Source: an optimization exercise on an open RTL-to-GDS flow (aim: small area, a short achievable clock period and few clock cycles per item). Production flows keep margins and buffers that such runs may drop. At most, simulation tests tie the RTL to the original design; equivalence was not proved.

Setup of harbor:
// rafter_level
module rafter_level (
    input  wire        clk,
    input  wire        rst,
    input  wire        in_valid,
    output wire        in_ready,
    input  wire [9:0]  floor_lvl,
    input  wire [9:0]  intensity,
    input  wire [9:0]  wave_min,
    input  wire [9:0]  wave_max,
    input  wire        c0_hit,
    input  wire [9:0]  c0_level,
    input  wire        c1_hit,
    input  wire [9:0]  c1_level,
    input  wire        follow,
    input  wire [15:0] y,
    input  wire [15:0] yage,
    input  wire [15:0] dl_timeout,
    input  wire [9:0]  dl_lo,
    input  wire [9:0]  dl_hi,
    input  wire [9:0]  dl_min,
    input  wire [15:0] ramp_up,
    input  wire [15:0] ramp_down,
    input  wire [9:0]  deadband,
    input  wire [15:0] refresh,
    input  wire        tick,
    input  wire [15:0] l_in,
    input  wire [9:0]  last_sent_in,
    input  wire        c0_active_in,
    input  wire        pending_in,
    input  wire        refresh_only_in,
    input  wire [15:0] refresh_tmr_in,
    output reg         out_valid,
    input  wire        out_ready,
    output wire [15:0] l_out,
    output wire [9:0]  last_sent_out,
    output wire        c0_active_out,
    output wire        pending_out,
    output wire        refresh_only_out,
    output wire [15:0] refresh_tmr_out,
    output wire        released
);
clock: 70.0 ns
lec_check: 0
abc_area: 1
cap_margin: 20
core_margin: 2
core_utilization: 40
cts_cluster_diameter: 100
cts_cluster_size: 26
slew_margin: 20
standard.sh (not shown) runs the stock make flow with config.mk's settings and CLKGATE_MAP_FILE= SYNTH_SCRIPT=/design/flow/synth_recipe.tcl, a recipe that flattens the netlist after the stock synthesis.
==> flow/flow/run.sh <==
#!/bin/bash
# The standard layout (standard.sh, unchanged synthesis and steps), except that
# buffer_ports puts a sky130_fd_sc_hd__buf_1 on every input and output port instead
# of the delay-cell buffer it picks by default.
set -euo pipefail
export BUFFER_PORTS_ARGS="-buffer_cell sky130_fd_sc_hd__buf_1"
bash standard.sh > flow.log 2>&1
Testbench counts of harbor, summed over its fixed seeds: cycles 19,232, items 19,200.
## Diff of input files: zinc against harbor
--- a/flow/design.v
+++ b/flow/design.v
@@ -299,22 +299,22 @@
     wire [0:0] due = ref_nz_p1 && (i_refresh_tmr_in_p1 == 16'd0 || (i_tick_p1 && i_refresh_tmr_in_p1 == 16'd1));
     wire [0:0] p_b = !c0_p1 && (due || i_pending_in_p1);
     wire [0:0] r_b = !c0_p1 && ((due && !i_pending_in_p1) || i_refresh_only_in_p1);
     wire [16:0] ws_s = add16g({6'd0, i_wave_max_p1}, {6'h3f, ~i_wave_min_p1}, 1'b1);
     wire [9:0] ws = ws_s[9:0];
     wire [0:0] i_nz = !i_c1_hit_p1 && |wi_p1;
     wire [16:0] tmr_s = add16(i_refresh_tmr_in_p1, 16'hffff, 1'b0);
     wire [15:0] tmr = (!c0_p1 && i_tick_p1 && i_refresh_tmr_in_p1 != 16'd0) ? tmr_s[15:0] : i_refresh_tmr_in_p1;
     wire [16:0] up_s = add16(i_l_in_p1, i_ramp_up_p1, 1'b0);
     wire [16:0] dn_s = add16(i_l_in_p1, ~i_ramp_down_p1, 1'b1);
-    wire [15:0] l_hi = c0_p1 ? {ls_p1, 6'd0} : (i_ramp_up_p1 == 16'd0 || up_s[16]) ? 16'hffff : up_s[15:0];
-    wire [15:0] l_lo = c0_p1 ? {ls_p1, 6'd0} : (i_ramp_down_p1 == 16'd0 || !dn_s[16]) ? 16'h0000 : dn_s[15:0];
+    wire [15:0] l_hi = (i_ramp_up_p1 == 16'd0 || up_s[16]) ? 16'hffff : up_s[15:0];
+    wire [15:0] l_lo = (i_ramp_down_p1 == 16'd0 || !dn_s[16]) ? 16'h0000 : dn_s[15:0];
     wire [0:0] ceil_on = ceil_pre_p1 && (to_gt_p1[3] || (to_eq_p1[3] && (to_gt_p1[2] || (to_eq_p1[2] && (to_gt_p1[1] || (to_eq_p1[1] && (to_gt_p1[0] || to_eq_p1[0])))))));
     wire [16:0] sp_s = add16g({6'd0, i_dl_hi_p1}, {6'h3f, ~i_dl_lo_p1}, 1'b1);
     wire [16:0] yo_s = add16g({6'd0, i_y_p1[9:0]}, {6'h3f, ~i_dl_lo_p1}, 1'b1);
     wire [0:0] y_gt_lo = !ge16g({6'd0, i_dl_lo_p1}, {6'd0, i_y_p1[9:0]});
     wire [0:0] y_ge_hi = ge16g({6'd0, i_y_p1[9:0]}, {6'd0, i_dl_hi_p1});
     wire [9:0] nsp = ~sp_s[9:0];
     wire [9:0] yc = !(ceil_on && y_gt_lo) ? 10'd0 : y_ge_hi ? sp_s[9:0] : yo_s[9:0];
     wire [19:0] wx = mul10cs(ws, wi_p1);
     wire [0:0] wc = ge16g({6'd0, wx[9:0]}, {6'd0, ~wx[19:10]});
     wire [16:0] wv_s = add16g({6'd0, i_wave_min_p1}, {6'd0, wx[19:10]}, wc);
@@ -452,22 +452,23 @@
     wire [0:0] q1 = ds1[11];
     wire [9:0] rm1 = q1 ? ds1[9:0] : {rm2[8:0], cb1_p3};
     wire [12:0] ds0 = add12g({1'b0, rm1, cb0_p3}, {2'b01, nsp_p3}, 1'b1);
     wire [0:0] q0 = ds0[11];
     wire [10:0] ub = add16({6'd0, ls_p3}, {6'd0, db_p3}, 1'b0);
     wire [10:0] lbv = add16({6'd0, ls_p3}, {6'h3f, ~db_p3}, 1'b1);
     wire [9:0] ceiling = ~{q9_p3, q8_p3, q7_p3, q6_p3, q5_p3, q4_p3, q3_p3, q2, q1, q0};
     wire [9:0] target = ge16g({6'd0, pre_p3}, {6'd0, ceiling}) ? ceiling : pre_p3;
     wire [0:0] below = !ge16g({target, 6'd0}, l_lo_p3);
     wire [0:0] above = !ge16g({6'd0, l_hi_p3[15:6]}, {6'd0, target});
-    wire [15:0] l_new = below ? l_lo_p3 : above ? l_hi_p3 : {target, 6'd0};
-    wire [9:0] lvl = l_new[15:6];
+    wire [15:0] l_ramp = below ? l_lo_p3 : above ? l_hi_p3 : {target, 6'd0};
+    wire [9:0] lvl = l_ramp[15:6];
+    wire [15:0] l_new = c0_p3 ? {ls_p3, 6'd0} : l_ramp;
     wire [0:0] fd = ge16g({6'd0, lvl}, {5'd0, ub}) || (!lbv[10] && ge16g({6'd0, lbv[9:0]}, {6'd0, lvl}));
     wire [0:0] eq = lvl == target && lvl != ls_p3;
     wire [0:0] other = rel_p3 || fd || eq;
     wire [0:0] pend = !c0_p3 && (other || p_b_p3);
     wire [0:0] ronly = !c0_p3 && !other && r_b_p3;
     reg  [15:0] h_l_out, k_l_out;
     reg  [9:0] h_last_sent_out, k_last_sent_out;
     reg  [0:0] h_c0_active_out, k_c0_active_out;
     reg  [0:0] h_pending_out, k_pending_out;
     reg  [0:0] h_refresh_only_out, k_refresh_only_out;
## What came out
Compared with harbor, post-synthesis net count in zinc decreased slightly. ~same area share of xor/xnor cells in the synthesized design in harbor and zinc. Taking harbor as the reference, in zinc number of ordinary and repair buffers in the finished layout picked up an extra about 0.33%; number of cells traversed by the worst hold path neither gained nor lost much.
For zinc, only the layout was checked, not whether the RTL still works.

-- port drivers added, routing unchanged --
In the flow no input, the clock included, has a driving cell. The finished layouts below were timed again as built, in two steps.
Step 1: set_driving_cell puts a clkbuf_16 on clk and a buf_2 on each other input, an assumption about the parent block.
Step 2, shift: input delay + t, output delay - t, t = (earliest + latest rising clock arrival at the registers) / 2. This alone moves slack from input paths to output paths.
Slacks: no drivers / after step 1 / after step 2; pairs: no drivers / after step 1.
run	shift t [ns]	slack for setup (ns)	worst data-port slew with drivers (ns)
harbor	0.661	54.816 / 54.754 / 54.551	0.07
zinc	0.677	54.774 / 54.709 / 54.786	0.09
After both steps every run listed still meets setup and hold. For harbor, which loses most, drivers alone change the setup slack by -0.062 ns; drivers and shift together by -0.265 ns.
